This is an optimization exercise on Yosys and OpenROAD, whose aim is small area, a short achievable clock period and few clock cycles per item, not a production implementation.
At most, simulation tests tie the RTL to the original design; equivalence was not proved.
For run 2, only the layout was checked, not whether the RTL still works.
Power figures rest on the tool's default switching activity, not on a simulated workload.

==> flow/design.v, too long to show whole: its modules and the start of the top module <==
// module tdc_le_conv: 1256 lines
module tdc_le_conv (
  input  wire        clk,
  input  wire        rst,           
  input  wire        cmd_valid,
  output wire        cmd_ready,
  input  wire [1:0]  cmd_op,        
  input  wire        cmd_interp,    
  input  wire [11:0] cmd_a,         
  input  wire [12:0] cmd_b,         
  output reg         res_valid,
  output reg         res_pair,      
  output reg         res_ok,        
  output reg         res_void,      
  output reg         res_interp,
  output reg  [11:0] res_coarse,
  output reg  [8:0]  res_fine,
  output reg  [1:0]  res_frame      
);
  // ...
==> flow/run.sh <==
#!/bin/bash
# synth_recipe.tcl (not shown) runs the flow's synth.tcl, then flattens the netlist and writes it again
# the make line also repeats each setting of config.mk as NAME=value (left out here)
make -C /OpenROAD-flow-scripts/flow DESIGN_CONFIG=/design/flow/config.mk WORK_HOME=/design/flow/orfs CLKGATE_MAP_FILE= SYNTH_SCRIPT=/design/flow/synth_recipe.tcl finish
==> flow/config.mk <==
export PLATFORM = sky130hd
export DESIGN_NAME = tdc_le_conv
export DESIGN_NICKNAME = tdc_le_conv
export VERILOG_FILES = /design/flow/design.v
export SDC_FILE = /design/flow/constraint.sdc
export NUM_CORES = 4
export LEC_CHECK = 0
export CAP_MARGIN = 20
export CORE_MARGIN = 2
export CORE_UTILIZATION = 40
export SLEW_MARGIN = 20
==> flow/constraint.sdc <==
create_clock -name core_clock -period 12.0 [get_ports {clk}]
set_input_delay 2.4000 -clock core_clock [delete_from_list [all_inputs] [get_ports {clk}]]
set_output_delay 2.4000 -clock core_clock [all_outputs]
set_load 0.01 [all_outputs]
==> reports/qor.csv, run 1 <==
stage;metric;value;unit
status;status;no timing/DRC/antenna violations;
global_route;global route total overflow;0;
synth;number of synthesized flops with an enable pin;104;
drt;DR WL/cell;35.79;µm
finish;fin nets;6903;
power_and_ir_drop;internal power;13.77;mW
die;Core Box Area;176700;µm²
synth;Post-Synth Adder-Cell Area;6.518;%
finish;top cell category;registers;
setup_path;Critical path origin;p5_e0[1];
synth;Post-Syn Area;71330;µm²
power_and_ir_drop;peak supply drop;0.3652;mV
setup_path;crit path to;res_fine[8];
hold_path;WHS Endpoint;ring1[383];
finish;multi-input gates;3815;
finish;Non-clock inverters;232;
flow_run;max-cap viol count;0;
synth;largest cells by area after synthesis;dfxtp_1 55%, a22oi_1 7.0%, edfxtp_1 4.4%;
synth;Compound-Gate Fraction of Synth Area;17.80;%
synth;YS warnings;2;
synth;asr flop ratio synth;0;%
setup_path;max incr delay on CP;0.55;ns
power_and_ir_drop;part of the power in registers;39.1;%
finish;most common cell after layout, fill and taps aside;dfxtp_1;
placement;Cells after DPL;8705;
setup_path;critical path arrival;6.40;ns
clock_network;CTS Buf Count;196;
synth;share of the synthesized area in the top cell type;54.87;%
setup_path;Critical path buffers and inverters;3;
clock_network;CTS Hold Bufs;0;
finish;Fill cells;15910;
global_route;grt met1 use;44.17;%
synth;cell taking the most area after synthesis;dfxtp_1;
Testbench counts, summed over its fixed seeds: cycles 12,365, items 12,062.
==> run 2: changes to the inputs <==
--- a/flow/design.v
+++ b/flow/design.v
@@ -35,31 +35,28 @@
   wire f_hit  = (f_op == 2'd0);
   wire f_pair = (f_op == 2'd1);
   wire f_wr   = (f_op == 2'd2) && (f_a[5:0] != 6'd0);
   wire can_issue = !(f_hit && (fill != 5'd0)) && !(f_wr && (f_a[3:0] != rot_w));
   wire iss    = f_v && can_issue;
   assign cmd_ready = ready_r;
   reg         st_have [0:1];
   reg  [11:0] st_c1   [0:1];
-  reg  [10:0] st_d    [0:1];
+  reg  [12:0] st_lo   [0:1];      
+  reg  [12:0] st_hi   [0:1];      
   reg  [14:0] st_rcp  [0:1];
-  reg         p1_hit, p1_pair, p1_wr;
+  reg         p1_hit, p1_pair, p1_wr, p1_ok;
   reg         p1_i;
   reg  [11:0] p1_a;
-  reg  [12:0] p1_b;
-  wire [12:0] pd1  = {1'b0, p1_b[11:0]} - {1'b0, p1_a};           
-  wire        acc1 = !pd1[12] && (pd1[11:0] >= 12'd768) && (pd1[11:0] <= 12'd1280);
+  reg  [12:0] p1_b;                 
+  wire [12:0] pd0  = {1'b0, f_b[11:0]} - {1'b0, f_a};             
+  wire        acc0 = !pd0[12] && (pd0[11:0] >= 12'd768) && (pd0[11:0] <= 12'd1280);
   wire [12:0] m1   = {1'b0, st_c1[p1_i]} - {1'b0, p1_b[11:0]};    
   wire [13:0] sc1  = {2'b00, p1_a} - 14'd7;                        
-  reg         p2_hit, p2_pair, p2_wr, p2_ok;
-  reg         p2_i;
-  reg  [12:0] p2_m;                 
-  reg  [13:0] p2_x;                 
-  wire [10:0] rom_d = p2_m[10:0];
+  wire [10:0] rom_d = p1_b[10:0];
   wire [14:0] rom_q;
   wire rom_n0, rom_n1, rom_n2, rom_n3, rom_n4, rom_n5, rom_n6, rom_n7, rom_n8, rom_n9, rom_n10, rom_n11, rom_n12, rom_n13, rom_n14, rom_n15, rom_n16, rom_n17, rom_n18, rom_n19, rom_n20, rom_n21, rom_n22, rom_n23, rom_n24, rom_n25, rom_n26, rom_n27, rom_n28, rom_n29, rom_n30, rom_n31, rom_n32, rom_n33, rom_n34, rom_n35, rom_n36, rom_n37, rom_n38, rom_n39, rom_n40, rom_n41, rom_n42, rom_n43, rom_n44, rom_n45, rom_n46, rom_n47, rom_n48, rom_n49, rom_n50, rom_n51, rom_n52, rom_n53, rom_n54, rom_n55, rom_n56, rom_n57, rom_n58, rom_n59, rom_n60, rom_n61, rom_n62, rom_n63, rom_n64, rom_n65, rom_n66, rom_n67, rom_n68, rom_n69, rom_n70, rom_n71, rom_n72, rom_n73, rom_n74, rom_n75, rom_n76, rom_n77, rom_n78, rom_n79, rom_n80, rom_n81, rom_n82, rom_n83, rom_n84, rom_n85, rom_n86, rom_n87, rom_n88, rom_n89, rom_n90, rom_n91, rom_n92, rom_n93, rom_n94, rom_n95, rom_n96, rom_n97, rom_n98, rom_n99, rom_n100, rom_n101, rom_n102, rom_n103, rom_n104, rom_n105, rom_n106, rom_n107, rom_n108, rom_n109, rom_n110, rom_n111, rom_n112, rom_n113, rom_n114, rom_n115, rom_n116, rom_n117, rom_n118, rom_n119, rom_n120, rom_n121, rom_n122, rom_n123, rom_n124, rom_n125, rom_n126, rom_n127, rom_n128, rom_n129, rom_n130, rom_n131, rom_n132, rom_n133, rom_n134, rom_n135, rom_n136, rom_n137, rom_n138, rom_n139, rom_n140, rom_n141, rom_n142, rom_n143, rom_n144, rom_n145, rom_n146, rom_n147, rom_n148, rom_n149, rom_n150, rom_n151, rom_n152, rom_n153, rom_n154, rom_n155, rom_n156, rom_n157, rom_n158, rom_n159, rom_n160, rom_n161, rom_n162, rom_n163, rom_n164, rom_n165, rom_n166, rom_n167, rom_n168, rom_n169, rom_n170, rom_n171, rom_n172, rom_n173, rom_n174, rom_n175, rom_n176, rom_n177, rom_n178, rom_n179, rom_n180, rom_n181, rom_n182, rom_n183, rom_n184, rom_n185, rom_n186, rom_n187, rom_n188, rom_n189, rom_n190, rom_n191, rom_n192, rom_n193, rom_n194, rom_n195, rom_n196, rom_n197, rom_n198, rom_n199, rom_n200, rom_n201, rom_n202, rom_n203, rom_n204, rom_n205, rom_n206, rom_n207, rom_n208, rom_n209, rom_n210, rom_n211, rom_n212, rom_n213, rom_n214, rom_n215, rom_n216, rom_n217, rom_n218, rom_n219, rom_n220, rom_n221, rom_n222, rom_n223, rom_n224, rom_n225, rom_n226, rom_n227, rom_n228, rom_n229, rom_n230, rom_n231, rom_n232, rom_n233, rom_n234, rom_n235, rom_n236, rom_n237, rom_n238, rom_n239, rom_n240, rom_n241, rom_n242, rom_n243, rom_n244, rom_n245, rom_n246, rom_n247, rom_n248, rom_n249, rom_n250, rom_n251, rom_n252, rom_n253, rom_n254, rom_n255, rom_n256, rom_n257, rom_n258, rom_n259, rom_n260, rom_n261, rom_n262, rom_n263, rom_n264, rom_n265, rom_n266, rom_n267, rom_n268, rom_n269, rom_n270, rom_n271, rom_n272, rom_n273, rom_n274, rom_n275, rom_n276, rom_n277, rom_n278, rom_n279, rom_n280, rom_n281, rom_n282, rom_n283, rom_n284, rom_n285, rom_n286, rom_n287, rom_n288, rom_n289, rom_n290, rom_n291, rom_n292, rom_n293, rom_n294, rom_n295, rom_n296, rom_n297, rom_n298, rom_n299, rom_n300, rom_n301, rom_n302, rom_n303, rom_n304, rom_n305, rom_n306, rom_n307, rom_n308, rom_n309, rom_n310, rom_n311, rom_n312, rom_n313, rom_n314, rom_n315, rom_n316, rom_n317, rom_n318, rom_n319, rom_n320, rom_n321, rom_n322, rom_n323, rom_n324, rom_n325, rom_n326, rom_n327, rom_n328, rom_n329, rom_n330, rom_n331, rom_n332, rom_n333, rom_n334, rom_n335, rom_n336, rom_n337, rom_n338, rom_n339, rom_n340, rom_n341, rom_n342, rom_n343, rom_n344, rom_n345, rom_n346, rom_n347, rom_n348, rom_n349, rom_n350, rom_n351, rom_n352, rom_n353, rom_n354, rom_n355, rom_n356, rom_n357, rom_n358, rom_n359, rom_n360, rom_n361, rom_n362, rom_n363, rom_n364, rom_n365, rom_n366, rom_n367, rom_n368, rom_n369, rom_n370, rom_n371, rom_n372, rom_n373, rom_n374, rom_n375, rom_n376, rom_n377, rom_n378, rom_n379, rom_n380, rom_n381, rom_n382, rom_n383, rom_n384, rom_n385, rom_n386, rom_n387, rom_n388, rom_n389, rom_n390, rom_n391, rom_n392, rom_n393, rom_n394, rom_n395, rom_n396, rom_n397, rom_n398, rom_n399, rom_n400, rom_n401, rom_n402, rom_n403, rom_n404, rom_n405, rom_n406, rom_n407, rom_n408, rom_n409, rom_n410, rom_n411, rom_n412, rom_n413, rom_n414, rom_n415, rom_n416, rom_n417, rom_n418, rom_n419, rom_n420, rom_n421, rom_n422, rom_n423, rom_n424, rom_n425, rom_n426, rom_n427, rom_n428, rom_n429, rom_n430, rom_n431, rom_n432, rom_n433, rom_n434, rom_n435, rom_n436, rom_n437, rom_n438, rom_n439, rom_n440, rom_n441, rom_n442, rom_n443, rom_n444, rom_n445, rom_n446, rom_n447, rom_n448, rom_n449, rom_n450, rom_n451, rom_n452, rom_n453, rom_n454, rom_n455, rom_n456, rom_n457, rom_n458, rom_n459, rom_n460, rom_n461, rom_n462, rom_n463, rom_n464, rom_n465, rom_n466, rom_n467, rom_n468, rom_n469, rom_n470, rom_n471, rom_n472, rom_n473, rom_n474, rom_n475, rom_n476, rom_n477, rom_n478, rom_n479, rom_n480, rom_n481, rom_n482, rom_n483, rom_n484, rom_n485, rom_n486, rom_n487, rom_n488, rom_n489, rom_n490, rom_n491, rom_n492, rom_n493, rom_n494, rom_n495, rom_n496, rom_n497, rom_n498, rom_n499, rom_n500, rom_n501, rom_n502, rom_n503, rom_n504, rom_n505, rom_n506, rom_n507, rom_n508, rom_n509, rom_n510, rom_n511, rom_n512, rom_n513, rom_n514, rom_n515, rom_n516, rom_n517, rom_n518, rom_n519, rom_n520, rom_n521, rom_n522, rom_n523, rom_n524, rom_n525, rom_n526, rom_n527, rom_n528, rom_n529, rom_n530, rom_n531, rom_n532, rom_n533, rom_n534, rom_n535, rom_n536, rom_n537, rom_n538, rom_n539, rom_n540, rom_n541, rom_n542, rom_n543, rom_n544, rom_n545, rom_n546, rom_n547, rom_n548, rom_n549, rom_n550, rom_n551, rom_n552, rom_n553, rom_n554, rom_n555, rom_n556, rom_n557, rom_n558, rom_n559, rom_n560, rom_n561, rom_n562, rom_n563, rom_n564, rom_n565, rom_n566, rom_n567, rom_n568, rom_n569, rom_n570, rom_n571, rom_n572, rom_n573, rom_n574, rom_n575, rom_n576, rom_n577, rom_n578, rom_n579, rom_n580, rom_n581, rom_n582, rom_n583, rom_n584, rom_n585, rom_n586, rom_n587, rom_n588, rom_n589, rom_n590, rom_n591, rom_n592, rom_n593, rom_n594, rom_n595, rom_n596, rom_n597, rom_n598, rom_n599, rom_n600, rom_n601, rom_n602, rom_n603, rom_n604, rom_n605, rom_n606, rom_n607, rom_n608, rom_n609, rom_n610, rom_n611, rom_n612, rom_n613, rom_n614, rom_n615, rom_n616, rom_n617, rom_n618, rom_n619, rom_n620, rom_n621, rom_n622, rom_n623, rom_n624, rom_n625, rom_n626, rom_n627, rom_n628, rom_n629, rom_n630, rom_n631, rom_n632, rom_n633, rom_n634, rom_n635, rom_n636, rom_n637, rom_n638, rom_n639, rom_n640, rom_n641, rom_n642, rom_n643, rom_n644, rom_n645, rom_n646, rom_n647, rom_n648, rom_n649, rom_n650, rom_n651, rom_n652, rom_n653, rom_n654, rom_n655, rom_n656, rom_n657, rom_n658, rom_n659, rom_n660, rom_n661, rom_n662, rom_n663, rom_n664, rom_n665, rom_n666, rom_n667, rom_n668, rom_n669, rom_n670, rom_n671, rom_n672, rom_n673, rom_n674, rom_n675, rom_n676, rom_n677, rom_n678, rom_n679, rom_n680, rom_n681, rom_n682, rom_n683, rom_n684, rom_n685, rom_n686, rom_n687, rom_n688, rom_n689, rom_n690, rom_n691, rom_n692, rom_n693, rom_n694, rom_n695, rom_n696, rom_n697, rom_n698, rom_n699, rom_n700, rom_n701, rom_n702, rom_n703, rom_n704, rom_n705, rom_n706, rom_n707, rom_n708, rom_n709, rom_n710, rom_n711, rom_n712, rom_n713, rom_n714, rom_n715, rom_n716, rom_n717, rom_n718, rom_n719, rom_n720, rom_n721, rom_n722, rom_n723, rom_n724, rom_n725, rom_n726, rom_n727, rom_n728, rom_n729, rom_n730, rom_n731, rom_n732, rom_n733, rom_n734, rom_n735, rom_n736, rom_n737, rom_n738, rom_n739, rom_n740, rom_n741, rom_n742, rom_n743, rom_n744, rom_n745, rom_n746, rom_n747, rom_n748, rom_n749, rom_n750, rom_n751, rom_n752, rom_n753, rom_n754, rom_n755, rom_n756, rom_n757, rom_n758, rom_n759, rom_n760, rom_n761, rom_n762, rom_n763, rom_n764, rom_n765, rom_n766, rom_n767, rom_n768, rom_n769, rom_n770, rom_n771, rom_n772, rom_n773, rom_n774, rom_n775, rom_n776, rom_n777, rom_n778, rom_n779, rom_n780, rom_n781, rom_n782, rom_n783, rom_n784, rom_n785, rom_n786, rom_n787, rom_n788, rom_n789, rom_n790, rom_n791, rom_n792, rom_n793, rom_n794, rom_n795, rom_n796, rom_n797, rom_n798, rom_n799, rom_n800, rom_n801, rom_n802, rom_n803, rom_n804, rom_n805, rom_n806, rom_n807, rom_n808, rom_n809, rom_n810, rom_n811, rom_n812, rom_n813, rom_n814, rom_n815, rom_n816, rom_n817, rom_n818, rom_n819, rom_n820, rom_n821, rom_n822, rom_n823, rom_n824, rom_n825, rom_n826, rom_n827, rom_n828, rom_n829, rom_n830, rom_n831, rom_n832, rom_n833, rom_n834, rom_n835, rom_n836, rom_n837, rom_n838, rom_n839, rom_n840, rom_n841, rom_n842, rom_n843, rom_n844, rom_n845, rom_n846, rom_n847, rom_n848, rom_n849, rom_n850, rom_n851, rom_n852, rom_n853, rom_n854, rom_n855, rom_n856, rom_n857, rom_n858, rom_n859, rom_n860, rom_n861, rom_n862, rom_n863, rom_n864, rom_n865, rom_n866, rom_n867, rom_n868, rom_n869, rom_n870, rom_n871, rom_n872, rom_n873, rom_n874, rom_n875, rom_n876, rom_n877, rom_n878, rom_n879, rom_n880, rom_n881, rom_n882, rom_n883, rom_n884, rom_n885, rom_n886, rom_n887, rom_n888, rom_n889, rom_n890, rom_n891, rom_n892, rom_n893, rom_n894, rom_n895, rom_n896, rom_n897, rom_n898, rom_n899, rom_n900, rom_n901, rom_n902, rom_n903, rom_n904, rom_n905, rom_n906, rom_n907, rom_n908, rom_n909, rom_n910, rom_n911, rom_n912, rom_n913, rom_n914, rom_n915, rom_n916, rom_n917, rom_n918, rom_n919, rom_n920, rom_n921, rom_n922, rom_n923, rom_n924, rom_n925, rom_n926, rom_n927, rom_n928, rom_n929, rom_n930, rom_n931, rom_n932, rom_n933, rom_n934, rom_n935, rom_n936, rom_n937, rom_n938, rom_n939, rom_n940, rom_n941, rom_n942, rom_n943, rom_n944, rom_n945, rom_n946, rom_n947, rom_n948, rom_n949, rom_n950, rom_n951, rom_n952, rom_n953, rom_n954, rom_n955, rom_n956, rom_n957, rom_n958, rom_n959, rom_n960, rom_n961, rom_n962, rom_n963, rom_n964, rom_n965, rom_n966, rom_n967, rom_n968, rom_n969, rom_n970, rom_n971, rom_n972, rom_n973, rom_n974, rom_n975, rom_n976, rom_n977, rom_n978, rom_n979, rom_n980, rom_n981, rom_n982, rom_n983, rom_n984, rom_n985, rom_n986, rom_n987, rom_n988, rom_n989, rom_n990, rom_n991, rom_n992, rom_n993, rom_n994, rom_n995, rom_n996, rom_n997, rom_n998, rom_n999, rom_n1000, rom_n1001, rom_n1002, rom_n1003, rom_n1004, rom_n1005, rom_n1006, rom_n1007, rom_n1008, rom_n1009, rom_n1010;
   assign rom_n985 = ~rom_d[2];
   assign rom_n984 = ~rom_d[4];
   assign rom_n983 = ~rom_d[0];
   assign rom_n982 = ~(rom_d[1] & rom_d[0]);
   assign rom_n981 = ~(rom_d[2] & rom_d[3]);
   assign rom_n980 = ~(rom_d[3] & rom_d[1]);
@@ -1078,61 +1075,78 @@
   assign rom_n230 = ~(rom_n225 & rom_n229);
   assign rom_n231 = rom_n940 & rom_n230;
   assign rom_n232 = ~(rom_d[7] | rom_n231);
   assign rom_n233 = rom_n224 & rom_n232;
   assign rom_n234 = ~(rom_n218 & rom_n233);
   assign rom_n235 = ~(rom_n206 & rom_n234);
   assign rom_n236 = rom_d[10] | rom_n235;
   assign rom_q[0] = rom_n188 & rom_n236;
-  wire [14:0] rcp2 = st_rcp[p2_i];
-  wire [10:0] d2   = st_d[p2_i];
+  wire [12:0] lo1   = {1'b0, p1_a} - {4'd0, p1_b[10:2]};
+  wire [12:0] hi1   = {1'b0, p1_a} + {2'd0, p1_b[10:0]} + {4'd0, p1_b[10:2]};
+  wire        void1 = !st_have[p1_i] ||
+                      ($signed({2'b00, p1_b[11:0]}) < $signed({st_lo[p1_i][12], st_lo[p1_i]})) ||
+                      ({1'b0, p1_b[11:0]} > st_hi[p1_i]);
+  reg  [17:0] bd1;
+  reg  [2:0]  bt;
+  always @* begin
+    for (j = 0; j < 6; j = j + 1) begin
+      bt = {m1[2*j+1], m1[2*j], (j == 0) ? 1'b0 : m1[2*j-1]};
+      bd1[3*j+2] = bt[2];
+      bd1[3*j+1] = (bt == 3'b011) || (bt == 3'b100);
+      bd1[3*j]   = (bt[1] ^ bt[0]);
+    end
+  end
+  reg         p2_hit, p2_pair, p2_wr, p2_ok;
+  reg         p2_i;
+  reg  [17:0] p2_bd;                
+  reg  [13:0] p2_x;                 
+  reg         p2_void;
+  reg  [14:0] p2_rcp;
+  wire [14:0] rcp2 = p2_rcp;
   reg  [37:0] row [0:6];
   reg  [37:0] misc;
-  reg  [2:0]  bt;
   reg  [16:0] mag, pp;
   always @* begin
     misc = {p2_x, 24'hAB0000};
     for (j = 0; j < 6; j = j + 1) begin
-      bt  = {p2_m[2*j+1], p2_m[2*j], (j == 0) ? 1'b0 : p2_m[2*j-1]};
-      mag = (bt == 3'b001 || bt == 3'b010 || bt == 3'b101 || bt == 3'b110) ? {2'b00, rcp2} :
-            (bt == 3'b011 || bt == 3'b100) ? {1'b0, rcp2, 1'b0} : 17'd0;
-      pp  = bt[2] ? ~mag : mag;
+      mag = ({17{p2_bd[3*j]}} & {2'b00, rcp2}) | ({17{p2_bd[3*j+1]}} & {1'b0, rcp2, 1'b0});
+      pp  = {17{p2_bd[3*j+2]}} ^ mag;
       row[j] = {21'd0, ~pp[16], pp[15:0]} << (2 * j);
-      misc[2*j] = bt[2];
+      misc[2*j] = p2_bd[3*j+2];
     end
     row[6] = misc;
   end
   wire [37:0] l1s0 = row[0] ^ row[1] ^ row[2];
   wire [37:0] l1c0 = {(row[0][36:0] & row[1][36:0]) | (row[0][36:0] & row[2][36:0]) | (row[1][36:0] & row[2][36:0]), 1'b0};
   wire [37:0] l1s1 = row[3] ^ row[4] ^ row[5];
   wire [37:0] l1c1 = {(row[3][36:0] & row[4][36:0]) | (row[3][36:0] & row[5][36:0]) | (row[4][36:0] & row[5][36:0]), 1'b0};
   wire [37:0] l2s0 = l1s0 ^ l1c0 ^ l1s1;
   wire [37:0] l2c0 = {(l1s0[36:0] & l1c0[36:0]) | (l1s0[36:0] & l1s1[36:0]) | (l1c0[36:0] & l1s1[36:0]), 1'b0};
   wire [37:0] l2s1 = l1c1 ^ row[6];
   wire [37:0] l2c1 = {l1c1[36:0] & row[6][36:0], 1'b0};
   wire [37:0] l3s  = l2s0 ^ l2c0 ^ l2s1;
   wire [37:0] l3c  = {(l2s0[36:0] & l2c0[36:0]) | (l2s0[36:0] & l2s1[36:0]) | (l2c0[36:0] & l2s1[36:0]), 1'b0};
   wire [37:0] l4s  = l3s ^ l3c ^ l2c1;
   wire [37:0] l4c  = {(l3s[36:0] & l3c[36:0]) | (l3s[36:0] & l2c1[36:0]) | (l3c[36:0] & l2c1[36:0]), 1'b0};
-  wire [12:0] q2    = {4'd0, d2[10:2]};
-  wire [12:0] h2    = {2'd0, d2} + q2;
-  wire        void2 = !st_have[p2_i] || ($signed(p2_m) > $signed(q2)) ||
-                      ($signed(p2_m) < -$signed(h2));
   reg         p3_hit, p3_pair, p3_wr, p3_ok, p3_void;
   reg         p3_i;
   reg  [37:0] p3_sa, p3_sb;         
   reg  [12:0] p3_e;                 
   reg  [5:0]  p3_s;                 
   wire [24:0] lo3   = {1'b0, p3_sa[23:0]} + {1'b0, p3_sb[23:0]};
   wire [13:0] co3   = p3_sa[37:24] + p3_sb[37:24] + {13'd0, lo3[24]};
   wire [18:0] lo3b  = {1'b0, p3_sa[17:0]} + {1'b0, p3_sb[17:0]};
   wire [5:0]  up3   = p3_sa[23:18] + p3_sb[23:18] + {5'd0, lo3b[18]};
-  wire [5:0]  idx3  = up3 + ~rot;                  
-  wire [5:0]  idx3p = up3 - rot;                   
+  wire [5:0]  nr3   = ~rot;
+  wire [5:0]  xs3   = p3_sa[23:18] ^ p3_sb[23:18] ^ nr3;
+  wire [5:0]  xc3   = {(p3_sa[22:18] & p3_sb[22:18]) | (p3_sa[22:18] & nr3[4:0]) |
+                       (p3_sb[22:18] & nr3[4:0]), 1'b0};
+  wire [5:0]  idx3  = xs3 + xc3 + {5'd0, lo3b[18]};
+  wire [5:0]  idx3p = xs3 + xc3 + {5'd0, lo3b[18]} + 6'd1;
   wire [5:0]  widx3 = p3_s + ~rot;
   reg         p4_hit, p4_pair, p4_wr, p4_ok, p4_void;
   reg         p4_i;
   reg  [13:0] p4_coarse;
   reg  [3:0]  p4_o;
   reg         p4_s63;
   reg  [4:0]  p4_ei, p4_oi;
   reg         p4_par;
@@ -1148,31 +1162,45 @@
       assign evb[g + 32] = ring1[26*g +: 13];
       assign odb[g]      = ring0[26*g + 13 +: 13];
       assign odb[g + 32] = ring1[26*g + 13 +: 13];
     end
   endgenerate
   wire [12:0] ev4  = evb[{p4_i, p4_ei}];
   wire [12:0] od4  = odb[{p4_i, p4_oi}];
   wire [12:0] e0_4 = p4_par ? od4 : ev4;
-  wire [12:0] e1_4 = p4_par ? ev4 : od4;
+  wire [12:0] e1_4 = (p4_par ? ev4 : od4) | {p4_s63, 12'd0};    
   wire        neg4 = p4_coarse[13];
   wire        big4 = !p4_coarse[13] && (p4_coarse[12:0] >= 13'd4000);
   wire [11:0] co4  = big4 ? p4_coarse[11:0] - 12'd4000 :
                      neg4 ? p4_coarse[11:0] + 12'd4000 : p4_coarse[11:0];
   reg         p5_hit, p5_pair, p5_ok, p5_void;
   reg         p5_i;
   reg  [11:0] p5_coarse;
   reg  [1:0]  p5_frame;
   reg  [3:0]  p5_o;
-  reg         p5_s63;
   reg  [12:0] p5_e0, p5_e1;
-  wire [15:0] w5 = {p5_e0[11:0], 4'd0} + ({3'b000, p5_e1} - {3'b000, p5_e0}) * {12'd0, p5_o}
-                   + {p5_s63 ? p5_o : 4'd0, 12'd0};
-  wire        cv5 = p5_hit && !p5_void;
+  wire [15:0] mk0 = {3'd0, p5_o[0] ? p5_e1 : p5_e0};
+  wire [15:0] mk1 = {2'd0, p5_o[1] ? p5_e1 : p5_e0, 1'd0};
+  wire [15:0] mk2 = {1'd0, p5_o[2] ? p5_e1 : p5_e0, 2'd0};
+  wire [15:0] mk3 = {p5_o[3] ? p5_e1 : p5_e0, 3'd0};
+  wire [15:0] mk4 = {3'd0, p5_e0};
+  wire [15:0] a5s = mk0 ^ mk1 ^ mk2;
+  wire [15:0] a5c = {(mk0[14:0] & mk1[14:0]) | (mk0[14:0] & mk2[14:0]) | (mk1[14:0] & mk2[14:0]), 1'b0};
+  wire [15:0] b5s = a5s ^ a5c ^ mk3;
+  wire [15:0] b5c = {(a5s[14:0] & a5c[14:0]) | (a5s[14:0] & mk3[14:0]) | (a5c[14:0] & mk3[14:0]), 1'b0};
+  wire [15:0] c5s = b5s ^ b5c ^ mk4;
+  wire [15:0] c5c = {(b5s[14:0] & b5c[14:0]) | (b5s[14:0] & mk4[14:0]) | (b5c[14:0] & mk4[14:0]), 1'b0};
+  reg         p6_hit, p6_pair, p6_ok, p6_void;
+  reg         p6_i;
+  reg  [11:0] p6_coarse;
+  reg  [1:0]  p6_frame;
+  reg  [15:0] p6_ws, p6_wc;
+  wire [15:0] w6  = p6_ws + p6_wc;
+  wire        cv6 = p6_hit && !p6_void;
   reg [64*13-1:0] nr0, nr1;
   reg [5:0]       fs;
   always @* begin
     nr0 = {ring0[12:0], ring0[64*13-1:13]};
     nr1 = {ring1[12:0], ring1[64*13-1:13]};
     for (k = 0; k < 4; k = k + 1) begin
       fs = rot + 6'd16 * k[5:0];
       if (p4_wr && !p4_i && p4_wj == k)      nr0[((16*k+63)%64)*13 +: 13] = p4_e;
@@ -1185,72 +1213,82 @@
     ring0 <= nr0;
     ring1 <= nr1;
     if (ready_r) begin
       f_op <= cmd_op;
       f_i  <= cmd_interp;
       f_a  <= cmd_a;
       f_b  <= cmd_b;
     end
-    p1_i <= f_i;  p1_a <= f_a;  p1_b <= f_b;
-    if (p1_pair && acc1) begin
-      st_c1[p1_i] <= p1_a;
-      st_d[p1_i]  <= pd1[10:0];
+    p1_i <= f_i;  p1_a <= f_a;
+    p1_b <= f_pair ? pd0 : f_b;
+    if (p1_ok) begin
+      st_c1[p1_i]  <= p1_a;
+      st_lo[p1_i]  <= lo1;
+      st_hi[p1_i]  <= hi1;
+      st_rcp[p1_i] <= rom_q;
     end
-    p2_i  <= p1_i;
-    p2_ok <= acc1;
-    p2_m  <= p1_hit ? m1 : p1_pair ? pd1 : p1_b;
-    p2_x  <= p1_hit ? sc1 : {8'd0, p1_a[5:0]};
-    if (p2_pair && p2_ok) st_rcp[p2_i] <= rom_q;
-    p3_i <= p2_i; p3_ok <= p2_ok; p3_void <= void2;
+    p2_i    <= p1_i;
+    p2_ok   <= p1_ok;
+    p2_rcp  <= st_rcp[p1_i];
+    p2_bd   <= p1_hit ? bd1 : {5'd0, p1_b};
+    p2_x    <= p1_hit ? sc1 : {8'd0, p1_a[5:0]};
+    p2_void <= void1;
+    p3_i <= p2_i; p3_ok <= p2_ok; p3_void <= p2_void;
     p3_sa <= l4s; p3_sb <= l4c;
-    p3_e <= p2_m; p3_s <= p2_x[5:0];
+    p3_e <= p2_bd[12:0]; p3_s <= p2_x[5:0];
     p4_i <= p3_i; p4_ok <= p3_ok; p4_void <= p3_void;
     p4_coarse <= co3;
     p4_o   <= lo3b[17:14];
     p4_s63 <= (up3 == 6'd63);
     p4_ei  <= idx3p[5:1];
     p4_oi  <= idx3[5:1];
     p4_par <= idx3[0];
     p4_wj  <= widx3[5:4];
     p4_e   <= p3_e;
     p5_i <= p4_i; p5_ok <= p4_ok; p5_void <= p4_void;
     p5_coarse <= co4;
     p5_frame  <= big4 ? 2'b01 : neg4 ? 2'b11 : 2'b00;
-    p5_o <= p4_o; p5_s63 <= p4_s63;
+    p5_o <= p4_o;
     p5_e0 <= e0_4; p5_e1 <= e1_4;
-    res_valid  <= p5_hit || p5_pair;
-    res_pair   <= p5_pair;
-    res_ok     <= p5_pair && p5_ok;
-    res_void   <= p5_hit && p5_void;
-    res_interp <= p5_i;
-    res_coarse <= cv5 ? p5_coarse : 12'd0;
-    res_fine   <= cv5 ? w5[15:7] : 9'd0;
-    res_frame  <= cv5 ? p5_frame : 2'b00;
+    p6_i <= p5_i; p6_ok <= p5_ok; p6_void <= p5_void;
+    p6_coarse <= p5_coarse; p6_frame <= p5_frame;
+    p6_ws <= c5s; p6_wc <= c5c;
+    res_valid  <= p6_hit || p6_pair;
+    res_pair   <= p6_pair;
+    res_ok     <= p6_pair && p6_ok;
+    res_void   <= p6_hit && p6_void;
+    res_interp <= p6_i;
+    res_coarse <= cv6 ? p6_coarse : 12'd0;
+    res_fine   <= cv6 ? w6[15:7] : 9'd0;
+    res_frame  <= cv6 ? p6_frame : 2'b00;
     if (rst) begin
       ready_r <= 1'b1;
       f_v     <= 1'b0;
       rot     <= 6'd0;
       rot_w   <= 4'd4;
       fill    <= 5'd16;
       st_have[0] <= 1'b0;
       st_have[1] <= 1'b0;
-      p1_hit <= 1'b0; p1_pair <= 1'b0; p1_wr <= 1'b0;
+      p1_hit <= 1'b0; p1_pair <= 1'b0; p1_wr <= 1'b0; p1_ok <= 1'b0;
       p2_hit <= 1'b0; p2_pair <= 1'b0; p2_wr <= 1'b0;
       p3_hit <= 1'b0; p3_pair <= 1'b0; p3_wr <= 1'b0;
       p4_hit <= 1'b0; p4_pair <= 1'b0; p4_wr <= 1'b0;
       p5_hit <= 1'b0; p5_pair <= 1'b0;
+      p6_hit <= 1'b0; p6_pair <= 1'b0;
       res_valid <= 1'b0;
     end else begin
       ready_r <= ready_r ? (!cmd_valid || ci_in) : ci_f;
       if (ready_r) f_v <= cmd_valid;
       rot   <= rot + 6'd1;
       rot_w <= rot_w + 4'd1;
       if (fill != 5'd0) fill <= fill - 5'd1;
-      if (p1_pair && acc1) st_have[p1_i] <= 1'b1;
+      if (p1_ok) st_have[p1_i] <= 1'b1;
       p1_hit <= iss && f_hit;  p1_pair <= iss && f_pair; p1_wr <= iss && f_wr;
+      p1_ok  <= iss && f_pair && acc0;
       p2_hit <= p1_hit; p2_pair <= p1_pair; p2_wr <= p1_wr;
       p3_hit <= p2_hit; p3_pair <= p2_pair; p3_wr <= p2_wr;
       p4_hit <= p3_hit; p4_pair <= p3_pair; p4_wr <= p3_wr;
       p5_hit <= p4_hit; p5_pair <= p4_pair;
+      p6_hit <= p5_hit; p6_pair <= p5_pair;
     end
   end
 endmodule
==> reports/qor.csv, run 2 <==
stage;metric;value;unit;change
die;initial core utilization;40.21;%;
setup_path;peak fanout along the critical path;32;;
setup_path;CP Launch Type;flop;;
finish;layout cells sized above 1;11.60;%;
setup_path;element type at the critical path end;primary output;;
clock_network;H-tree depth;4;;
synth;number of synthesized flops with an enable pin;134;;+29%
power_and_ir_drop;Leakage;32.57;nW;
setup_path;required time worst endpoint;9.60;ns;
timing;skew final;0.09172;ns;
timing;Setup TNS Final;0;ns;
finish;fin nets;6761;;-2.1%
timing;Final Hold Vio Count;0;;
synth;main flop type after synthesis;dfxtp_1;;
finish;final core occ;46.71;%;
synth;top-count cell post-synth;dfxtp_1;;
setup_path;FF-to-FF path depth;11;;
synth;cell taking the most area after synthesis;dfxtp_1;;
drt;Vias/cell;6.333;;
clock_network;clk sinks;2159;;
finish;sequential cell area;44580;µm²;
hold_path;WHS Endpoint;p3_sa[30];;
setup_path;reg2reg end;st_rcp[0][2];;
synth;net count after synthesis;6671;;
finish;most common cell after layout, fill and taps aside;dfxtp_1;;
finish;most frequent cells in the layout;2018 x dfxtp_1, 884 x a22oi_1, 401 x nand2_1;;
synth;Seq cells post-synth;2159;;
global_route;first-pass GRT wire length;435400;µm;
timing;Slew headroom;6.992;%;
clock_network;CTS tree;yes;;
timing;maximum clock frequency;218.8;MHz;
setup_path;reg2reg setup slack;7.62;ns;
hold_path;Hold Startpoint;p2_x[6];;
synth;synthesized instance count;6330;;
clock_network;Bufs on Longest Clock Path;3;;
synth;post-synthesis average cell area;11.48;µm²;
drt;DR WL/cell;35.82;µm;about the same
flow_run;max-cap viol count;0;;unchanged
clock_network;Post-CTS Resized;0;;
die;Cell Rows;156;;
drt;drc violations;0;;
power_and_ir_drop;PwrDens;242.9;nW/µm²;
setup_path;critical path arrival;2.17;ns;-4.23 ns
status;status;no timing/DRC/antenna violations;;
power_and_ir_drop;peak supply drop;0.1566;mV;-57%
power_and_ir_drop;total power;20.51;mW;
finish;biggest regs;ring0 x832, ring1 x832, p3_sa x34;;
global_route;maximum number of pins on one net before global-route repair;64;;
clock_network;Post-CTS Setup Inserts;0;;
drt;Routed Antenna Nets;0;;
timing;period utilization;38.09;%;
global_route;global route total overflow;0;;unchanged
timing;endpoints failing setup;0;;
hold_path;hold path depth;0;;
drt;routed via count;57110;;
die;DIE AREA;185100;µm²;
synth;largest cells by area after synthesis;dfxtp_1 56%, a22oi_1 9.1%, edfxtp_1 5.5%;;
global_route;vias in the first global route;54070;;
die;Core Box Area;180700;µm²;+2.3%
placement;PortBufs;59;;
timing;Worst Max-Slew Pin Slew;1.392;ns;
hold_path;hold crit path type;flop to flop;;
finish;Area growth syn-to-layout;16.16;%;
clock_network;clock slew at reported path FFs;0.06;ns;
clock_network;CTS Hold Bufs;0;;unchanged
setup_path;worst r2r src;p1_b[1];;
synth;sequential area share after synthesis;61.31;%;
synth;Synth top cells by count;2025 x dfxtp_1, 884 x a22oi_1, 401 x nand2_1;;
die;die height;430.3;µm;
drt;Initial DRC Count;9481;;
finish;area of the multi-input gates;26570;µm²;
global_route;initial antenna violation count;35;;
synth;share of the synthesized area in the top cell type;55.77;%;+0.91 points
finish;Design Area, Final;84430;µm²;
drt;WL final;323000;µm;
synth;YS warnings;2;;unchanged
synth;asr flop ratio synth;0;%;unchanged
placement;gpl congestion;1.041;;
placement;Area after DPL;76750;µm²;
timing;unrepaired setup endpoints after global routing;no;;
clock_network;CTS Buf Count;208;;+6.1%
setup_path;critical path type;flop to primary output;;
timing;Final min period;4.571;ns;
synth;Post-Syn Area;72680;µm²;+1.9%
clock_network;Root Driver;clkbuf_16;;
placement;dpl hpwl;214300;µm;
clock_network;Clk Latency, worst-skew pair;0.90;ns;
finish;Fill cells;16370;;+2.9%
die;Die Width;430.3;µm;
drt;DRT Pass-1 Iters;18;;
synth;Cell variety after synth;91;;
global_route;Total GRT Usage;33.89;%;
timing;Slew Limit Fails;0;;
die;# IOs;60;;
run 2: changes by cell type in the layout (fill, tap and decap cells not counted), moves of 34 or more:
cell	change
dfxtp_1	+72
xor2_1	+38
nand3_1	-76
and2_1	-41
a21oi_1	-135
nand2_1	+46
mux2i_1	+35
a221oi_1	-88
o22ai_1	-70
o21ai_0	-67
o221ai_1	-34
a22o_1	-68
a22oi_1	+218
run 2: worst max path at each step:
stage	startpoint	to	cells past startpoint
2_1_floorplan	p1_i	p2_bd[16]	19
3_3_place_gp	p3_sa[4]	p4_coarse[12]	19
3_5_place_dp	p1_b[5]	st_hi[1][11]	12
4_1_cts	ready_r	cmd_ready	2
5_1_grt	ready_r	cmd_ready	2
6_report	ready_r	cmd_ready	2
run 2: kinds of logic (layout without fill, tap and decap cells):
family | count (synthesis) | count (layout) | share of synthesized area, %
flops | 2159 | 2159 | 61.31
compound gates | 1609 | 1609 | 15.23
simple gates | 1324 | 1324 | 8.796
buf+inv | 565 | 838 | 3.117
fa+ha+maj | 310 | 310 | 6.576
xor+xnor | 204 | 204 | 2.458
mux | 159 | 159 | 2.515
other cells | 0 | 45 | 0
run 2: per-layer routing:
layer | share of wire, % | GRT usage [%]
met5 | 0.059 | 0.2082
met4 | 9.1 | 25.25
met3 | 13 | 12.64
met2 | 42 | 49.44
met1 | 36 | 40.68
run 2: final cells by class:
type	count	area share, %
Antenna cell	45	0.1334
Sequential cell	2159	52.80
Multi-Input combinational cell	3606	31.46
Clock buffer	291	7.084
Timing Repair Buffer	229	2.306
Clock inverter	102	1.741
Tap cell	2370	3.512
Inverter	216	0.9603
run 2: report_power, final:
part           internal (mW)  switching [mW]  leakage (nW)  total, mW
clock network           4.09            2.98          3.63       7.07
registers               8.08           0.766          17.7       8.85
logic                   1.57            3.03          11.2       4.60
run 2: through the flow:
| stage | worst slack [ns] | cells | hold WS, ns |
|---|---|---|---|
| after detailed placement | 7.738 | 8576 | 0.3121 |
| after floorplan | 8.065 | 6330 | 0.3096 |
| after CTS | 7.387 | 8969 | 0.2907 |
| after global routing | 7.346 | 8974 | 0.2940 |
| after global placement | 7.676 | 8575 | 0.3100 |
| final | 7.429 | 9018 | 0.2907 |
run 2: worst max-delay path: stages, from the launching register on:
cell and delay (ns):
dfxtp_1 0.30, buf_4 0.36, clkdlybuf4s50_1 0.62

-- separate check: timing with driven ports --
The flow's constraints put no driver on any port. The routed layouts listed below were extracted and timed again, unchanged, in two steps.
Step 1 sets driving cells, clkbuf_16 on the clock port and buf_2 on the other inputs (assumed; they add their load-dependent delay and slew).
Step 2 times the ports against the registers' clock, not the clock port: input delays grow and output delays shrink by t, the midpoint of the rising clock arrivals with the driver on.
Three values: no drivers, after step 1, after step 2; two values: the first two.
| run | t (ns) | setup slack, ns | worst hold slack (ns) |
|---|---|---|---|
| run 1 | 0.911 | 6.334 / 6.334 / 6.334 | 0.294 / 0.294 / 0.294 |
| run 2 | 0.939 | 7.429 / 7.346 / 7.621 | 0.291 / 0.291 / 0.291 |
After both steps every run listed still meets setup and hold.
